What follows belongs to an exercise in optimizing a design on an open flow for small area, a short achievable clock period and few clock cycles per item; a production flow would make more cautious choices.
In this exercise RTL edits were held to simulation tests only and were not proved equivalent to the original.

**flow/config.mk**
```make
export PLATFORM = sky130hd
export DESIGN_NAME = aes_round_unit
export DESIGN_NICKNAME = aes_round_unit
export VERILOG_FILES = /design/flow/design.v
export SDC_FILE = /design/flow/constraint.sdc
export NUM_CORES = 4
export LEC_CHECK = 0
export CAP_MARGIN = 20
export CORE_MARGIN = 2
export CORE_UTILIZATION = 35
export PLACE_DENSITY = 0.45
export SLEW_MARGIN = 20
```
**flow/constraint.sdc**
```tcl
create_clock -name core_clock -period 12.0 [get_ports {clk}]
set_input_delay 2.4000 -clock core_clock [delete_from_list [all_inputs] [get_ports {clk}]]
set_output_delay 2.4000 -clock core_clock [all_outputs]
set_load 0.01 [all_outputs]
```
**flow/design.v**
```verilog
module aes_sbox_a (input wire [7:0] a, output wire [7:0] t, output reg [3:0] di);
    function [3:0] gmul(input [3:0] p, input [3:0] q);
        reg [6:0] r; integer i, j;
        begin
            r = 7'd0;
            for (i = 0; i < 4; i = i + 1) for (j = 0; j < 4; j = j + 1) r[i+j] = r[i+j] ^ (p[i] & q[j]);
            gmul = {r[3] ^ r[4], r[2] ^ r[4], r[1] ^ r[4] ^ r[6], r[0] ^ r[4] ^ r[5]};
        end
    endfunction
    assign t[0] = a[0] ^ a[3];
    assign t[1] = a[1] ^ a[3] ^ a[7];
    assign t[2] = a[1] ^ a[3] ^ a[4] ^ a[5] ^ a[6];
    assign t[3] = a[3] ^ a[4] ^ a[5];
    assign t[4] = a[1] ^ a[5] ^ a[7];
    assign t[5] = a[1] ^ a[2] ^ a[3] ^ a[4] ^ a[5] ^ a[6];
    assign t[6] = a[1] ^ a[4] ^ a[6] ^ a[7];
    assign t[7] = a[2] ^ a[3];
    wire [3:0] ah = t[7:4], al = t[3:0];
    wire [3:0] ahl, alq;
    assign ahl[0] = ah[2];
    assign ahl[1] = ah[0];
    assign ahl[2] = ah[3];
    assign ahl[3] = ah[1];
    assign alq[0] = al[0] ^ al[2];
    assign alq[1] = al[2] ^ al[3];
    assign alq[2] = al[1] ^ al[2];
    assign alq[3] = al[2];
    wire [3:0] d = ahl ^ alq ^ gmul(ah, al);
    always @(*) begin
        case (d)
            4'd0: di = 4'd0;
            4'd1: di = 4'd1;
            4'd2: di = 4'd15;
            4'd3: di = 4'd10;
            4'd4: di = 4'd8;
            4'd5: di = 4'd6;
            4'd6: di = 4'd5;
            4'd7: di = 4'd9;
            4'd8: di = 4'd4;
            4'd9: di = 4'd7;
            4'd10: di = 4'd3;
            4'd11: di = 4'd14;
            4'd12: di = 4'd13;
            4'd13: di = 4'd12;
            4'd14: di = 4'd11;
            4'd15: di = 4'd2;
            default: di = 4'd0;
        endcase
    end
endmodule
module aes_sbox_b (input wire [7:0] t, input wire [3:0] di, output wire [7:0] y);
    function [3:0] gmul(input [3:0] p, input [3:0] q);
        reg [6:0] r; integer i, j;
        begin
            r = 7'd0;
            for (i = 0; i < 4; i = i + 1) for (j = 0; j < 4; j = j + 1) r[i+j] = r[i+j] ^ (p[i] & q[j]);
            gmul = {r[3] ^ r[4], r[2] ^ r[4], r[1] ^ r[4] ^ r[6], r[0] ^ r[4] ^ r[5]};
        end
    endfunction
    wire [3:0] ah = t[7:4], al = t[3:0];
    wire [7:0] v = {gmul(ah, di), gmul(ah ^ al, di)};
    assign y[0] = ~(v[0] ^ v[1] ^ v[5] ^ v[7]);
    assign y[1] = ~(v[0] ^ v[3] ^ v[6]);
    assign y[2] = (v[0] ^ v[1] ^ v[3] ^ v[4] ^ v[6] ^ v[7]);
    assign y[3] = (v[0] ^ v[1] ^ v[7]);
    assign y[4] = (v[0] ^ v[1] ^ v[2] ^ v[3] ^ v[6] ^ v[7]);
    assign y[5] = ~(v[2] ^ v[3] ^ v[4] ^ v[6] ^ v[7]);
    assign y[6] = ~(v[4] ^ v[6] ^ v[7]);
    assign y[7] = (v[1] ^ v[5] ^ v[7]);
endmodule
module aes_keygen_a (
    input  wire [31:0]  x,
    output wire [31:0]  t,
    output wire [15:0]  di
);
    genvar i;
    generate
        for (i = 0; i < 4; i = i + 1) begin : g_s
            aes_sbox_a u_s (.a(x[31 - 8*i -: 8]), .t(t[31 - 8*i -: 8]), .di(di[15 - 4*i -: 4]));
        end
    endgenerate
endmodule
module aes_keygen_b (
    input  wire         k128,
    input  wire         k192,
    input  wire         sub2,
    input  wire         none,
    input  wire         norot,
    input  wire [7:0]   rcon,
    input  wire [255:0] win,
    input  wire [31:0]  t,
    input  wire [15:0]  di,
    output wire [127:0] g
);
    wire [31:0] w0 = win[255:224], w1 = win[223:192], w2 = win[191:160], w3 = win[159:128];
    wire [31:0] w4 = win[127:96],  w5 = win[95:64],    w6 = win[63:32],   w7 = win[31:0];
    wire [31:0] sout;
    genvar i;
    generate
        for (i = 0; i < 4; i = i + 1) begin : g_s
            aes_sbox_b u_s (.t(t[31 - 8*i -: 8]), .di(di[15 - 4*i -: 4]), .y(sout[31 - 8*i -: 8]));
        end
    endgenerate
    wire [31:0] s = sout ^ {norot ? 8'h00 : rcon, 24'h0};
    wire [31:0] b0 = k128 ? w4 : k192 ? w2 : w0;
    wire [31:0] b1 = k128 ? w5 : k192 ? w3 : w1;
    wire [31:0] b2 = k128 ? w6 : k192 ? w4 : w2;
    wire [31:0] b3 = k128 ? w7 : k192 ? w5 : w3;
    wire [31:0] p1 = b0 ^ b1;
    wire [31:0] g0 = b0 ^ (sub2 || none ? w7 : s);
    wire [31:0] g1 = p1 ^ (sub2 || none ? w7 : s);
    wire [31:0] g2 = sub2 ? (b2 ^ s) : (p1 ^ b2 ^ (none ? w7 : s));
    wire [31:0] g3 = sub2 ? (b2 ^ b3 ^ s) : (p1 ^ b2 ^ b3 ^ (none ? w7 : s));
    assign g = {g0, g1, g2, g3};
endmodule
module aes_round_unit (
    input  wire         clk,
    input  wire         rst,         
    input  wire         in_valid,
    output wire         in_ready,
    input  wire [1:0]   in_ksize,    
    input  wire [255:0] in_key,      
    input  wire [127:0] in_block,
    output wire         out_valid,
    input  wire         out_ready,
    output wire [127:0] out_block
);
    reg         s_busy, s_done, s_first, s_last, s_k128, s_k192, s_sub2, s_none, s_norot;
    reg [3:0]   s_left;
    reg [7:0]   s_rc;
    reg         p_busy, p_done, p_first, p_last, p_k128, p_k192, p_sub2, p_none, p_norot;
    reg [3:0]   p_left;
    reg [7:0]   p_rc;
    reg [127:0] st;              
    reg [255:0] ks;              
    reg [31:0]  kx;              
    reg [127:0] pt;              
    reg [63:0]  pd;              
    reg [255:0] kp;              
    reg [31:0]  pkt;             
    reg [15:0]  pkd;
    reg [127:0] ob;
    reg         ov;
    reg         in_ready_r, hp_r, hs_r;
    assign out_valid = ov;
    assign out_block = ob;
    assign in_ready  = in_ready_r;
    wire hand_p = hp_r;      
    wire hand_s = hs_r;      
    wire accept = in_ready_r && in_valid;
    function [7:0] xtime(input [7:0] b);
        xtime = {b[6:0], 1'b0} ^ (b[7] ? 8'h1b : 8'h00);
    endfunction
    function [31:0] mix_corr(input [31:0] col);
        reg [7:0] a0, a1, a2, a3, t;
        begin
            {a0, a1, a2, a3} = col;
            t = a0 ^ a1 ^ a2 ^ a3;
            mix_corr = {t ^ xtime(a0 ^ a1), t ^ xtime(a1 ^ a2),
                        t ^ xtime(a2 ^ a3), t ^ xtime(a3 ^ a0)};
        end
    endfunction
    wire [127:0] s_t;
    wire [63:0]  s_d;
    genvar i;
    generate
        for (i = 0; i < 16; i = i + 1) begin : g_sa
            aes_sbox_a u_sa (.a(st[127 - 8*i -: 8]), .t(s_t[127 - 8*i -: 8]), .di(s_d[63 - 4*i -: 4]));
        end
    endgenerate
    wire [31:0] s_kt;
    wire [15:0] s_kd;
    aes_keygen_a u_ka (.x(kx), .t(s_kt), .di(s_kd));
    wire [127:0] sb;
    generate
        for (i = 0; i < 16; i = i + 1) begin : g_sb
            aes_sbox_b u_sb (.t(pt[127 - 8*i -: 8]), .di(pd[63 - 4*i -: 4]), .y(sb[127 - 8*i -: 8]));
        end
    endgenerate
    wire [127:0] g;
    aes_keygen_b u_kb (.k128(p_k128), .k192(p_k192), .sub2(p_sub2), .none(p_none), .norot(p_norot),
                       .rcon(p_rc), .win(kp), .t(pkt), .di(pkd), .g(g));
    wire [127:0] rk = p_k128 ? g : p_k192 ? {kp[63:0], g[127:64]} : kp[127:0];
    reg [127:0] sr;
    reg [127:0] mc;
    integer c, r;
    always @(*) begin
        for (c = 0; c < 4; c = c + 1)
            for (r = 0; r < 4; r = r + 1)
                sr[127 - 8*(4*c + r) -: 8] = sb[127 - 8*(4*((c + r) % 4) + r) -: 8];
        for (c = 0; c < 4; c = c + 1)
            mc[127 - 32*c -: 32] = sr[127 - 32*c -: 32] ^
                                   (mix_corr(sr[127 - 32*c -: 32]) & {32{!p_last}});
    end
    wire [127:0] round_out = mc ^ rk;
    wire in_k128 = (in_ksize == 2'd0);
    wire in_k192 = (in_ksize == 2'd1);
    wire [255:0] win_init = {in_key[255:192],
                             in_k192 ? in_key[255:192] : in_key[191:128],
                             in_k128 ? in_key[255:128] : in_k192 ? in_key[191:64] : in_key[127:0]};
    wire        nx_sub2  = p_k192 && !p_sub2 && !p_none;
    wire        nx_norot = !p_k128 && !p_k192 && !p_norot;
    wire [31:0] nx       = g[31:0] ^ (nx_sub2 ? (kp[63:32] ^ kp[31:0]) : 32'd0);
    wire [31:0] kx_next  = nx_norot ? nx : {nx[23:0], nx[31:24]};
    wire [31:0] kx_lw    = in_k128 ? in_key[159:128] : in_k192 ? in_key[95:64] : in_key[31:0];
    wire [31:0] kx_init  = {kx_lw[23:0], kx_lw[31:24]};
    wire p_rc_used = !(p_none || p_norot);
    reg  s_busy_n, s_done_n, s_first_n;
    wire p_busy_n  = s_busy;
    wire p_done_n  = s_done && !hand_s;
    wire p_first_n = s_first || hand_p;
    wire ov_n      = hand_p || hand_s || (ov && !out_ready);
    wire p_run     = p_busy && !hand_p;      
    always @(*) begin
        if (p_run) begin
            s_busy_n  = !p_last;
            s_done_n  = p_last;
            s_first_n = p_first || hand_s;
        end else if (p_done) begin
            s_busy_n  = 1'b0;
            s_done_n  = 1'b1;
            s_first_n = p_first || hand_s;
        end else begin
            s_busy_n  = accept;
            s_done_n  = 1'b0;
            s_first_n = !(s_busy || p_done_n);
        end
    end
    always @(posedge clk) begin
        if (p_run) begin
            st <= round_out;
            ks <= {kp[127:0], g};
            kx <= kx_next;
        end else begin
            st <= p_done ? pt : (in_block ^ in_key[255:128]);
            ks <= win_init;
            kx <= kx_init;
        end
        if (p_run) begin
            s_k128  <= p_k128;
            s_k192  <= p_k192;
            s_sub2  <= nx_sub2;
            s_none  <= p_sub2;
            s_norot <= nx_norot;
            s_left  <= p_left - 4'd1;
            s_last  <= (p_left == 4'd1);
            s_rc    <= p_rc_used ? xtime(p_rc) : p_rc;
        end else begin
            s_k128  <= in_k128;
            s_k192  <= in_k192;
            s_sub2  <= 1'b0;
            s_none  <= 1'b0;
            s_norot <= 1'b0;
            s_left  <= in_k128 ? 4'd9 : in_k192 ? 4'd11 : 4'd13;
            s_last  <= 1'b0;
            s_rc    <= 8'h01;
        end
    end
    always @(posedge clk) begin
        pt      <= s_done ? st : s_t;
        pd      <= s_d;
        kp      <= ks;
        pkt     <= s_kt;
        pkd     <= s_kd;
        p_k128  <= s_k128;
        p_k192  <= s_k192;
        p_sub2  <= s_sub2;
        p_none  <= s_none;
        p_norot <= s_norot;
        p_left  <= s_left;
        p_last  <= s_last;
        p_rc    <= s_rc;
    end
    always @(posedge clk) begin
        if (hand_p)      ob <= round_out;
        else if (hand_s) ob <= st;
    end
    always @(posedge clk) begin
        if (rst) begin
            s_busy     <= 1'b0;
            s_done     <= 1'b0;
            p_busy     <= 1'b0;
            p_done     <= 1'b0;
            ov         <= 1'b0;
            hp_r       <= 1'b0;
            hs_r       <= 1'b0;
            in_ready_r <= 1'b1;
        end else begin
            s_busy     <= s_busy_n;
            s_done     <= s_done_n;
            s_first    <= s_first_n;
            p_busy     <= p_busy_n;
            p_done     <= p_done_n;
            p_first    <= p_first_n;
            ov         <= ov_n;
            hp_r       <= p_busy_n && s_last && p_first_n && !ov_n;
            hs_r       <= s_done_n && s_first_n && !ov_n;
            in_ready_r <= (!p_busy_n && !p_done_n) || (p_busy_n && s_last && p_first_n && !ov_n);
        end
    end
endmodule
```
**flow/flow/run.sh**
```bash
#!/bin/bash
set -euo pipefail
MARGIN=7.5
here=$(pwd)
rm -rf "$here/scripts"
cp -r "$FLOW_HOME/scripts" "$here/scripts"
cp "$here/flow/abc.script" "$here/scripts/abc_area.script"
bash standard.sh ABC_AREA=1 SCRIPTS_DIR="$here/scripts" SETUP_SLACK_MARGIN=$MARGIN MATCH_CELL_FOOTPRINT=0 finish > standard_flow.log 2>&1
```
**flow/flow/abc.script**
```
strash
dc2
&get -n
&dch -f
&nf -R 1000
&put
topo
stime -c
buffer -c
upsize -c
dnsize -c
```
**flow/standard.sh**
```bash
#!/bin/bash
# synth_recipe.tcl (not shown) runs the flow's synth.tcl, then flattens the netlist and writes it again
# the make line also repeats each setting of config.mk as NAME=value (left out here)
make -C /OpenROAD-flow-scripts/flow DESIGN_CONFIG=/design/flow/config.mk WORK_HOME=/design/flow/orfs CLKGATE_MAP_FILE= SYNTH_SCRIPT=/design/flow/synth_recipe.tcl "${@:-finish}"
```
==> flow_summary.toml, run 1 <==
[global_routing]
first_global_vias = 58770
grt_max_degree = 142
grt_overflow = 0
antenna_found_initial = 10
grt_pass1_wl_um = 464900
grt_use_total_pct = 32.08

[layout]
finalNonFillerCells = 11580
syn2layout_area_growth_pct = 23.42
layout-drive-gt1-share_pct = 10.48
nNetsFinal = 9336
final_area_um2 = 86350

[floorplanning]
boundaryPins = 520
core-area_um2 = 199200
start_util_pct = 35.11
die_y_um = 451.1
die_w_um = 451.1
die-area_um2 = 203500
rows = 164

[synthesis]
yosysWarnings = 3
synth_nets = 8974
synth_async_sr_flop_share_pct = 0
yosysTopAreaCell = "dfxtp_1"
syn_area_um2 = 69960
syn_inst = 8442
synth_edf_count = 130
synth_cell_types = 52
ys_ff_latch = 1086
yosys_most_used_dff = "dfxtp_1"
seq_area_frac_synth_pct = 32.93
avgSynthCellArea_um2 = 8.288
synth_top_area_share_pct = 27.35
synth.area.top_cells = "dfxtp_1, xnor2_1, xor2_1"

[run_status]
outcome = "no timing/DRC/antenna violations"

[worst_setup_path]
r2r_start = "pt[111]$_DFF_P_"
crit_type = "flip-flop to flip-flop"
reg2reg_slack_ns = 7.46
crit_chain = "xor2_1 > nand2_1 > xnor2_1 > xnor2_2 > xnor2_2 > xnor2_1 > xor2_1 > xor2_1 > xor2_1 > a21oi_1 > o21ai_0 > xnor2_1 > a21oi_1"
slowest_delay_ns = 0.60
required_ns = 12.50
crit_path_start_kind = "flip-flop"
critPathMostFrequentCell = "xor2_1"
crit_buf_inv = 0
cp_max_fo = 6
crit_path_end_kind = "flip-flop"
rr_worst_depth = 13
rr_endpoint = "ob[53]$_DFFE_PP_"
crit_family = "XOR/XNOR gates"
critPathArrivalTime_ns = 5.03
cp_slowest_cell = "xnor2_2"

[clock_tree]
cts.htree.levels = 4
cts_hold_buf = 0
clk_latency_ns = 0.83
cts_max_path_buffers = 3
clkSlewWorstSetupHoldPaths_ns = 0.06
clock_sinks = 1086
cts_buffers = 136
root_buffer = "clkbuf_16"
cts_tree = "built"

[sta]
slew_headroom_pct = 24.27
slew_violations = 0
rsz0062_at_grt = "yes"
setup_viol = 0
worst_slew_pin_slew_ns = 1.128
period_needed_ns = 4.536
finalHoldViolCount = 0
timing.setup.tns_ns = 0
fin_worst_skew_ns = 0.04193
setup_slack_ns = 7.464
max_clock_freq_mhz = 220.5
fin_crit_sh_pct = 37.80

[min_path]
worstHoldEndpoint = "kp[83]$_DFF_P_"
hp-start = "ks[83]$_DFF_P_"
min_path_cells = 0
hold_class = "flip-flop to flip-flop"

[drt]
avgViaCountPerCell = 5.317
ant_nets = 0
drc = 0
first_iter_violations = 6773
drt_wl_total_um = 337000
firstDrtPassIters = 10
wl_per_cell_um = 29.11
vias = 61550

[place]
gp_congestion = 0.9703
dp_slack_ns = 6.454
dp_hpwl_um = 262300
io_buffers = 519
place_area_um2 = 77660
placed_cells = 11230

[job]
maxCapViolCount = 0
[routing by layer]
metal,vias up,share of wire [%],GRT usage (%)
li1,28560,-,-
met1,30080,41,41.05
met2,2341,45,50.45
met3,567,6.0,4.558
met4,6,7.9,20.74
met5,-,0.011,0
[layout make-up]
cell class / instances / area [µm²]
Antenna cell: 5 / 12.51
Clock inverter: 54 / 701.9
Sequential cell: 1086 / 23100
Tap cell: 2656 / 3323
Multi-Input combinational cell: 6724 / 47770
Fill cell: 19650 / 112900
Timing Repair Buffer: 699 / 6852
Clock buffer: 195 / 3994
Inverter: 157 / 594.3
[per-stage QoR]
stage | utilization, % | hold WS (ns)
finish | 43.34 | 0.3102
global route | 43.33 | 0.3152
CTS | 42.25 | 0.3076
detailed placement | 38.98 | 0.3121
global placement | 38.95 | 0.3096
floorplan | - | 0.3096
[layout by cell type (no fill, tap or decap), types with 44 or more instances in the layout]
| master | n |
|---|---|
| a21oi_1 | 550 |
| a222oi_1 | 106 |
| a31oi_1 | 66 |
| buf_4 | 155 |
| clkbuf_16 | 143 |
| clkdlybuf4s50_1 | 516 |
| dfxtp_1 | 930 |
| edfxtp_1 | 130 |
| ha_1 | 142 |
| inv_1 | 156 |
| nand2_1 | 1431 |
| nor2_1 | 677 |
| o21ai_0 | 384 |
| o21bai_1 | 71 |
| o22ai_1 | 287 |
| xnor2_1 | 1387 |
| xnor2_2 | 225 |
| xnor2_4 | 44 |
| xor2_1 | 819 |
| xor2_2 | 83 |
[state kept, by name (all words and copies together) (netlist names), 4 cells and up]
name,count
pkd,16
kx,32
pt,128
s_rc,8
s_left,4
pd,64
p_left,4
pkt,32
kp,256
ob,128
ks,256
p_rc,8
st,128
[worst max-delay path by stage]
stage,start,endpoint,slack [ns],cells after the start
after floorplan,in_ksize[1],ks[128]$_DFF_P_,8.12,7
after global placement,pkt[29]$_DFF_P_,ob[24]$_DFFE_PP_,6.38,15
after detailed placement,pkt[29]$_DFF_P_,ob[24]$_DFFE_PP_,6.45,15
after CTS,pkd[10]$_DFF_P_,ob[19]$_DFFE_PP_,7.36,16
after global routing,pt[108]$_DFF_P_,ob[33]$_DFFE_PP_,7.33,15
final,pt[111]$_DFF_P_,ob[53]$_DFFE_PP_,7.46,13
[worst register-to-register path: cells and delay by family, from the launching register on]
family | cells | cell delay, ns
and+or+nand+nor | 1 | 0.12
AOI/OAI and AO/OA | 3 | 0.42
xor gates and xnor gates | 9 | 3.16
DFF | 1 | 0.49
[cells in the mapped netlist, types with 9 or more instances]
master / instances
nand3_1: 9
buf_1: 53
a31oi_1: 66
o211ai_1: 14
clkbuf_1: 405
a211oi_1: 10
dfxtp_1: 956
a221o_1: 27
a21oi_1: 594
a22o_1: 38
or2_2: 28
edfxtp_1: 130
nand2b_1: 25
clkbuf_2: 9
nand2_1: 1433
o21bai_1: 71
a222oi_1: 106
xnor2_1: 1596
mux2_2: 38
mux2i_1: 14
inv_1: 157
nor2b_1: 28
o21ai_0: 413
o22ai_1: 287
o21ai_1: 9
o21a_1: 11
a22oi_1: 31
xor2_1: 904
buf_2: 11
nor2_1: 684
xor2_2: 9
ha_1: 142
a21o_1: 14
xnor2_2: 56
[what timing repair did]
item                       in CTS  in global routing
gates resized for setup       239                233
cloned                          2                  1
pin swaps                      29                 57
buffers inserted               33                 59
hold endpoints to repair        0                  0
setup endpoints to repair     237                231
[kinds of logic (layout without fill, tap and decap cells)]
kind of cell    after synthesis  after routing  share of synthesized area, %
compound gates             1730           1730                         14.91
xor+xnor                   2569           2569                         32.96
other cells                   0              5                             0
mux                          55             55                        0.9085
simple gates               2225           2228                         12.30
fa+ha+maj                   142            142                         2.539
flops                      1086           1086                         32.93
buf+inv                     635           1105                         3.443
Testbench counts, summed over its fixed seeds: cycles 14,936, items 1,224.
==> inputs of run 2 (changes only) <==
==> flow/flow/run.sh (replaced) <==
#!/bin/bash
set -euo pipefail
MARGIN=7.5
here=$(pwd)
rm -rf "$here/scripts"
cp -r "$FLOW_HOME/scripts" "$here/scripts"
cp "$here/flow/abc.script" "$here/scripts/abc_area.script"
BUFFER_PORTS_ARGS="-buffer_cell sky130_fd_sc_hd__buf_4" bash standard.sh ABC_AREA=1 SCRIPTS_DIR="$here/scripts" SETUP_SLACK_MARGIN=$MARGIN finish > standard_flow.log 2>&1
==> flow_summary.toml, run 2 <==
[run_status]
outcome = "no timing/DRC/antenna violations"

[synthesis]
synth_top_area_share_pct = 27.35
synth.area.top_cells = "dfxtp_1, xnor2_1, xor2_1"
synth_most_common_cell = "xnor2_1"
synth_nets = 8974
synth_async_sr_flop_share_pct = 0
syn_inst = 8442
yosysWarnings = 3
synth_cell_types = 52
syn_area_um2 = 69960
ys_ff_latch = 1086
ys_top_cells_by_count = "xnor2_1, nand2_1, dfxtp_1, xor2_1, nor2_1"
seq_area_frac_synth_pct = 32.93
avgSynthCellArea_um2 = 8.288
synth_edf_count = 130
yosysTopAreaCell = "dfxtp_1"
yosys_most_used_dff = "dfxtp_1"

[drt]
drt_wl_total_um = 339400
ant_nets = 0
wl_per_cell_um = 29.35
first_iter_violations = 6763
drc = 0
topRoutingLayerUsed = "met4"
met2_length_um = 151400
met1_length_um = 139300
firstDrtPassIters = 9
wl_met3_um = 20580
vias = 62270
avgViaCountPerCell = 5.386

[clock_tree]
cts.htree.levels = 4
cts_buffers = 139
cts_tree = "built"
clock_sinks = 1086
clk_latency_ns = 0.81
root_buffer = "clkbuf_16"
clkSlewWorstSetupHoldPaths_ns = 0.06
cts_max_path_buffers = 3

[sta]
finalHoldViolCount = 0
rsz0062_at_grt = "yes"
fin_crit_sh_pct = 37.09
setup_slack_ns = 7.549
max_clock_freq_mhz = 224.7
slew_violations = 0
worst_slew_pin_slew_ns = 1.167
timing.setup.tns_ns = 0
period_needed_ns = 4.451
fin_worst_skew_ns = 0.03349
slew_headroom_pct = 22.20
setup_viol = 0

[layout]
layout_commonest_cell = "nand2_1"
final_util_pct = 42.52
nNetsFinal = 9324
layout-drive-gt1-share_pct = 16.07
most-common-layout-cells = "nand2_1, xnor2_1, dfxtp_1"
reg_top3 = "kp: 256 flops, ks: 256 flops"
syn2layout_area_growth_pct = 21.08

[worst_setup_path]
required_ns = 12.52
rr_worst_depth = 13
cp_max_fo = 56
crit_path_start_kind = "flip-flop"
reg2reg_slack_ns = 7.55
cp_slowest_cell = "o21ai_1"
r2r_start = "p_k128$_DFF_P_"
rr_endpoint = "ob[31]$_DFFE_PP_"
crit_type = "flip-flop to flip-flop"
critPathMostFrequentCell = "xnor2_1"
crit_buf_inv = 3
crit_family = "compound AO/OA/AOI/OAI gates"
critPathArrivalTime_ns = 4.97
slowest_delay_ns = 0.49
crit_path_end_kind = "flip-flop"
crit_chain = "inv_8 > buf_12 > buf_8 > o22ai_1 > o21bai_1 > xor2_1 > xnor2_1 > xnor2_1 > o21ai_1 > xnor2_1 > a21oi_1 > xnor2_1 > a21oi_1"

[job]
maxCapViolCount = 0

[floorplanning]
core-area_um2 = 199200
rows = 164
boundaryPins = 520
die_y_um = 451.1
die-area_um2 = 203500
die_w_um = 451.1
start_util_pct = 35.11

[global_routing]
antenna_found_initial = 8
grt_max_degree = 163
grt_pass1_wl_um = 463800
grt_use_total_pct = 32.11
grt_overflow = 0
first_global_vias = 58910

[place]
gp_congestion = 0.9871
io_buffers = 519
dp_hpwl_um = 265600
dp_slack_ns = 6.255

[min_path]
min_path_cells = 0
hp-start = "ks[217]$_DFF_P_"
hold_class = "flip-flop to flip-flop"
worstHoldEndpoint = "kp[217]$_DFF_P_"
==> run 2: how the worst max path moves through the flow <==
| stage | start | end | slack (ns) | cells after the start |
|---|---|---|---|---|
| finish | p_k128$_DFF_P_ | ob[31]$_DFFE_PP_ | 7.55 | 13 |
| global placement | p_k128$_DFF_P_ | ob[70]$_DFFE_PP_ | 6.16 | 11 |
| CTS | pt[77]$_DFF_P_ | ob[23]$_DFFE_PP_ | 7.38 | 14 |
| global route | pkt[15]$_DFF_P_ | ob[104]$_DFFE_PP_ | 7.35 | 17 |
| floorplan | in_ksize[1] | ks[128]$_DFF_P_ | 8.12 | 7 |
| detailed placement | p_k128$_DFF_P_ | ob[40]$_DFFE_PP_ | 6.25 | 14 |
==> run 2: what timing repair did <==
item,CTS,global route
setup buffers,33,41
cloned,2,1
pin swaps,32,38
endpoints found under the setup margin,278,192
gates resized for setup,252,217
hold buffers,0,0
==> run 2: logic make-up after synthesis <==
group	synth area share (%)
AOI/OAI and AO/OA	14.91
xor gates and xnor gates	32.96
adders and majority gates	2.539
buffers and inverters	3.443
DFF	32.93
muxes	0.9085
and+or+nand+nor	12.30
==> run 2: final cells by class <==
class	count	area, µm²
diodes	5	12.51
clock buffers	199	4053
clock inverters	51	555.5
fillers	19990	114500
inverters	157	596.8
multi-input cells	6724	47670
flip-flops and latches	1086	23090
well taps	2656	3323
repair buffers	684	5415
==> run 2: worst reg2reg max path, cell delays in order (launching register included) <==
cell,delay (ns)
dfxtp_4,0.46
inv_8,0.36
buf_12,0.32
buf_8,0.49
o22ai_1,0.17
o21bai_1,0.27
xor2_1,0.37
xnor2_1,0.14
xnor2_1,0.13
o21ai_1,0.49
xnor2_1,0.28
a21oi_1,0.39
xnor2_1,0.20
a21oi_1,0.10
==> run 2: metrics by stage <==
stage	cell area, µm²	hold slack (ns)	std cells
after floorplan	69960	0.3096	8442
after global placement	76310	0.3098	11230
after detailed placement	76370	0.3121	11230
after CTS	82900	0.3011	11520
after global routing	84700	0.3135	11560
final	84720	0.3093	11560
==> run 2: routing by layer <==
metal | vias to the layer above | global-route usage, %
met3 | 591 | 4.113
met4 | 0 | 22.13
met1 | 30600 | 40.89
met2 | 2549 | 50.46
met5 | - | 0
li1 | 28540 | -
==> inputs of run 3 (changes only) <==
--- a/flow/flow/run.sh
+++ b/flow/flow/run.sh
@@ -1,6 +1,6 @@
 #!/bin/bash
 set -euo pipefail
-MARGIN=7.5
+MARGIN=8
 here=$(pwd)
 rm -rf "$here/scripts"
 cp -r "$FLOW_HOME/scripts" "$here/scripts"
==> flow_summary.toml, run 3 <==
[run_status]
outcome = "no timing/DRC/antenna violations"

[min_path]
hold_class = "flip-flop to flip-flop"

[sta]
slew_violations = 0
max_clock_freq_mhz = 244.5
timing.setup.tns_ns = 0
worst_slew_pin_slew_ns = 1.144
setup_viol = 0
slew_headroom_pct = 23.57
fin_worst_skew_ns = 0.03986
setup_slack_ns = 7.911
rsz0062_at_grt = "yes"
finalHoldViolCount = 0
fin_crit_sh_pct = 34.08
period_needed_ns = 4.089

[global_routing]
first_global_vias = 60200
grt_overflow = 0
grt_pass1_wl_um = 472500
antenna_found_initial = 13
grt_use_total_pct = 32.73
grt_max_degree = 163

[worst_setup_path]
cp_max_fo = 29
crit_path_start_kind = "input port"
cp_slowest_cell = "and2_1"
critPathArrivalTime_ns = 4.80
required_ns = 12.71
slowest_delay_ns = 0.83
crit_type = "input port to flip-flop"
crit_chain = "buf_4 > buf_4 > and2_1 > buf_4 > a22oi_1 > o21ai_0"
critPathMostFrequentCell = "buf_4"
crit_path_end_kind = "flip-flop"
reg2reg_slack_ns = 7.93

[layout]
fillers = 19250
reg_top3 = "kp: 256 flops, ks: 256 flops"
syn2layout_area_growth_pct = 31.95
most-common-layout-cells = "nand2_1, xnor2_1, buf_4"
regArea_um2 = 23360
final_util_pct = 46.33
nNetsFinal = 9586
finalNonFillerCells = 11820
layout_commonest_cell = "nand2_1"
layout-drive-gt1-share_pct = 25.19
multi_input_area_um2 = 52620

[clock_tree]
clock_sinks = 1086
cts_tree = "built"
cts.htree.levels = 4
clk_latency_ns = 0.81
cts_buffers = 139
root_buffer = "clkbuf_16"
clkSlewWorstSetupHoldPaths_ns = 0.06
cts_hold_buf = 0
cts_max_path_buffers = 3

[synthesis]
synth_async_sr_flop_share_pct = 0
yosysWarnings = 3
yosys_most_used_dff = "dfxtp_1"
synth_top_area_share_pct = 27.35
synth_cell_types = 52
ys_top_cells_by_count = "xnor2_1, nand2_1, dfxtp_1, xor2_1, nor2_1"
avgSynthCellArea_um2 = 8.288
synth_most_common_cell = "xnor2_1"
synth_edf_count = 130
syn_area_um2 = 69960
ys_ff_latch = 1086
syn_inst = 8442
seq_area_frac_synth_pct = 32.93
yosysTopAreaCell = "dfxtp_1"
synth_nets = 8974
synth.area.top_cells = "dfxtp_1, xnor2_1, xor2_1"

[drt]
drt_wl_total_um = 348200
avgViaCountPerCell = 5.374
ant_nets = 0
firstDrtPassIters = 13
wl_per_cell_um = 29.45
first_iter_violations = 6658
drc = 0
vias = 63540

[floorplanning]
die_w_um = 451.1
core-area_um2 = 199200
die_y_um = 451.1
rows = 164
start_util_pct = 35.11
die-area_um2 = 203500
boundaryPins = 520

[job]
maxCapViolCount = 0

[place]
dp_slack_ns = 6.255
placed_cells = 11230
io_buffers = 519
dp_hpwl_um = 265600
gp_congestion = 0.9871
-- run 3: changes by cell type in the layout (fill, tap and decap cells not counted), moves of 22 or more --
cell     before   now
o21ai_0     377   345
xor2_1      825   682
xnor2_2     219   417
buf_4       659   873
dfxtp_2      26    92
buf_6         2    28
xor2_4       10    60
a21oi_2      31    53
xor2_2       78   171
xnor2_4      41   106
a21oi_1     554   513
dfxtp_4       4    53
xnor2_1    1396  1133
dfxtp_1     926   811
-- run 3: cell type report --
cell class,count,area share (%)
timing repair buffer,944,8.439
inverter,157,0.6560
antenna,4,0.01084
tap,2656,3.600
sequential,1086,25.30
clock inverter,51,0.6018
multi-input combinational,6726,57.00
clock buffer,199,4.390
-- run 3: metrics by stage --
step,cell area (µm²),hold slack [ns]
6_report,92310,0.3049
5_1_grt,92310,0.3172
4_1_cts,87690,0.3011
3_5_place_dp,76370,0.3121
3_3_place_gp,76310,0.3098
2_1_floorplan,69960,0.3096
-- run 3: kinds of logic after synthesis --
family	synth area share [%]
compound gates	14.91
simple gates	12.30
buf+inv	3.443
fa+ha+maj	2.539
flops	32.93
xor+xnor	32.96
mux	0.9085
-- run 3: per-layer routing --
layer | share of wire [%] | vias to the layer above | wire [µm] | GRT usage [%]
met5 | 0.012 | - | 41 | 0
met4 | 9.0 | 6 | 31420 | 24.26
met3 | 6.5 | 613 | 22510 | 4.530
met2 | 44 | 2592 | 154000 | 50.82
met1 | 40 | 31360 | 140200 | 41.36
li1 | - | 28970 | - | -
-- run 3: timing repair --
| item | CTS | global route |
|---|---|---|
| endpoints found under the hold margin | 0 | 0 |
| pin swaps | 172 | 235 |
| buffers inserted | 187 | 142 |
| gates cloned | 6 | 3 |
| gates resized for setup | 798 | 559 |
| endpoints found under the setup margin | 379 | 308 |
-- run 3: worst max-delay path: cells and delay by family --
family                 cells  cell delay [ns]
buffers and inverters      3             1.23
and+or+nand+nor            1             0.83
AOI/OAI and AO/OA          2             0.27
-- run 3: final timing paths --
kind	end	start	depth (start not counted)
worst max-delay path	ks[73]$_DFF_P_	in_ksize[1]	6
worst min-delay path	kp[99]$_DFF_P_	ks[99]$_DFF_P_	0
worst max register to register	ob[26]$_DFFE_PP_	pkt[30]$_DFF_P_	18
worst min register to register	kp[99]$_DFF_P_	ks[99]$_DFF_P_	0
==> inputs of run 4 (changes only) <==
--- a/flow/flow/run.sh
+++ b/flow/flow/run.sh
@@ -1,6 +1,6 @@
 #!/bin/bash
 set -euo pipefail
-MARGIN=8
+MARGIN=7.75
 here=$(pwd)
 rm -rf "$here/scripts"
 cp -r "$FLOW_HOME/scripts" "$here/scripts"
==> flow_summary.toml, run 4 <==
[sta]
finalHoldViolCount = 0
hold_ws_ns = 0.3094
max_clock_freq_mhz = 229.7
period_needed_ns = 4.353
worst_slew_pin_slew_ns = 1.202
fin_worst_skew_ns = 0.03503
slew_violations = 0
slew_headroom_pct = 19.83
rsz0062_at_grt = "yes"
setup_viol = 0
fin_crit_sh_pct = 36.28
timing.setup.tns_ns = 0

[synthesis]
synth_fa_ha_area_share_pct = 2.539
yosys_most_used_dff = "dfxtp_1"
ys_top_cells_by_count = "xnor2_1, nand2_1, dfxtp_1, xor2_1, nor2_1"
synth_top_family_by_area = "XOR/XNOR gates"
synth_top_area_share_pct = 27.35
synth_edf_count = 130
syn_area_um2 = 69960
synth_most_common_cell = "xnor2_1"
synth_nets = 8974
yosysWarnings = 3
synth_cell_types = 52
synth.area.top_cells = "dfxtp_1, xnor2_1, xor2_1"
synthMuxAreaShare_pct = 0.9085
ys_ff_latch = 1086
yosys.area_share.simple_pct = 12.30
avgSynthCellArea_um2 = 8.288
seq_area_frac_synth_pct = 32.93
synth-xor-area-share_pct = 32.96
yosysTopAreaCell = "dfxtp_1"
synth_async_sr_flop_share_pct = 0
syn_inst = 8442
synth_compound_area_share_pct = 14.91

[clock_tree]
cts_hold_buf = 0
clk_latency_ns = 0.81
cts_max_path_buffers = 3
clock_sinks = 1086
cts.htree.levels = 4
clkSlewWorstSetupHoldPaths_ns = 0.06
cts_buffers = 139
root_buffer = "clkbuf_16"
cts_tree = "built"

[floorplanning]
die_w_um = 451.1
boundaryPins = 520
core-area_um2 = 199200
start_util_pct = 35.11
rows = 164
die_y_um = 451.1
die-area_um2 = 203500

[min_path]
hold_class = "flip-flop to flip-flop"

[global_routing]
grt_max_degree = 163
first_global_vias = 59490
grt_pass1_wl_um = 467900
antenna_found_initial = 11
grt_use_total_pct = 32.41
grt_overflow = 0

[layout]
most-common-layout-cells = "nand2_1, xnor2_1, dfxtp_1"
layout_commonest_cell = "nand2_1"
nNetsFinal = 9444
reg_top3 = "kp: 256 flops, ks: 256 flops"
syn2layout_area_growth_pct = 25.32
layout-drive-gt1-share_pct = 19.82

[worst_setup_path]
critPathMostFrequentCell = "xnor2_2"
crit_type = "flip-flop to flip-flop"
cp_slowest_cell = "a222oi_1"
crit_path_end_kind = "flip-flop"
crit_chain = "nand2_2 > xor2_2 > xnor2_2 > xor2_2 > xnor2_2 > xnor2_2 > xnor2_2 > xnor2_2 > buf_4 > buf_4 > xor2_1 > nand2_1 > o21ai_2 > xnor2_2 > a222oi_1 > xnor2_1 > mux2_2"
slowest_delay_ns = 0.94
cp_max_fo = 8
required_ns = 12.56
critPathArrivalTime_ns = 4.91
crit_path_start_kind = "flip-flop"

[job]
maxCapViolCount = 0

[drt]
first_iter_violations = 6683
drc = 0
ant_nets = 0
avgViaCountPerCell = 5.395
wl_per_cell_um = 29.40
drt_wl_total_um = 343500
vias = 63030
firstDrtPassIters = 11

[run_status]
outcome = "no timing/DRC/antenna violations"

[place]
io_buffers = 519
dp_hpwl_um = 265600
gp_congestion = 0.9871
## run 4: cell count changes in the layout (fill, tap and decap cells not counted), sizes merged
| cell | change |
|---|---|
| diode | +1 |
| clkbuf | -1 |
| buf | -140 |
| bufbuf | -1 |
## run 4: worst paths after layout
check / startpoint / endpoint / slack, ns / cells after the start
worst max-delay path: pkd[14]$_DFF_P_ / ob[26]$_DFFE_PP_ / 7.65 / 17
worst min-delay path: ks[99]$_DFF_P_ / kp[99]$_DFF_P_ / 0.31 / 0
worst max register to register: pkd[14]$_DFF_P_ / ob[26]$_DFFE_PP_ / 7.65 / 17
worst min register to register: ks[99]$_DFF_P_ / kp[99]$_DFF_P_ / 0.31 / 0
## run 4: kinds of logic after synthesis
logic type / after synthesis
xor+xnor: 2569
buf+inv: 635
fa+ha+maj: 142
flops: 1086
mux: 55
simple gates: 2225
compound gates: 1730
## run 4: layer usage
metal	share of wire (%)	global-route usage [%]	vias to the layer above
met3	6.3	4.366	601
met4	8.5	22.60	6
met5	0.013	0	-
li1	-	-	28720
met1	41	41.20	31060
met2	44	50.75	2638
## run 4: cell type report
class,count,area (µm²)
antenna,5,12.51
timing repair buffer,802,6496
clock buffer,199,4053
clock inverter,51,555.5
fill,19700,111600
inverter,157,605.6
tap,2656,3323
multi-input combinational,6726,49480
sequential,1086,23160
## run 4: worst max-delay path: cells and delay by family (launching register included)
family	cells	cell delay [ns]
XOR/XNOR	10	1.88
AND/OR/NAND/NOR	2	0.16
buffers and inverters	2	0.29
AO/OA/AOI/OAI	2	1.04
multiplexers	1	0.32
flip-flops	1	0.40
## run 4: metrics by stage
step	cells	setup WS (ns)	util, %	area (µm²)
2_1_floorplan	8442	8.121	-	69960
3_3_place_gp	11230	6.157	38.30	76310
3_5_place_dp	11230	6.255	38.33	76370
4_1_cts	11590	7.461	42.59	84850
5_1_grt	11680	7.611	44.00	87670
6_report	11680	7.647	44.01	87680
## run 4: what timing repair did
item / 4_1_cts / 5_1_grt
pin swaps: 79 / 97
gates resized for setup: 450 / 327
buffers inserted: 102 / 88
gates cloned: 5 / 2
setup endpoints to repair: 323 / 255

==> port drivers added, routing unchanged <==
The flow's constraints put no driver on any port. The routed layouts listed below were extracted and timed again, unchanged, in two steps.
Step 1 (the two cells are an assumption about what drives the block):
set clk [get_ports {clk}]
set_driving_cell -lib_cell sky130_fd_sc_hd__clkbuf_16 $clk
set_driving_cell -lib_cell sky130_fd_sc_hd__buf_2 [delete_from_list [all_inputs] $clk]
Step 2 times the ports against the registers' clock, not the clock port: input delays grow and output delays shrink by t, the midpoint of the rising clock arrivals with the driver on.
Three values: no drivers, after step 1, after step 2; two values: the first two.
run	t (ns)	slack for setup (ns)	worst hold slack (ns)	latest minus earliest clock arrival (ns)	slew at the worst register clock pin (ns)
run 1	0.901	7.464 / 7.464 / 6.763	0.310 / 0.310 / 0.310	0.045 / 0.045	0.06 / 0.06
run 2	0.887	7.549 / 7.549 / 6.712	0.309 / 0.309 / 0.309	0.035 / 0.035	0.07 / 0.07
run 3	0.886	7.911 / 7.847 / 7.029	0.305 / 0.305 / 0.305	0.040 / 0.040	0.07 / 0.07
run 4	0.887	7.647 / 7.647 / 6.888	0.309 / 0.309 / 0.309	0.035 / 0.036	0.07 / 0.07
After both steps every run listed still meets setup and hold. For run 3, which loses most, drivers alone change the setup slack by -0.064 ns; drivers and shift together by -0.882 ns.
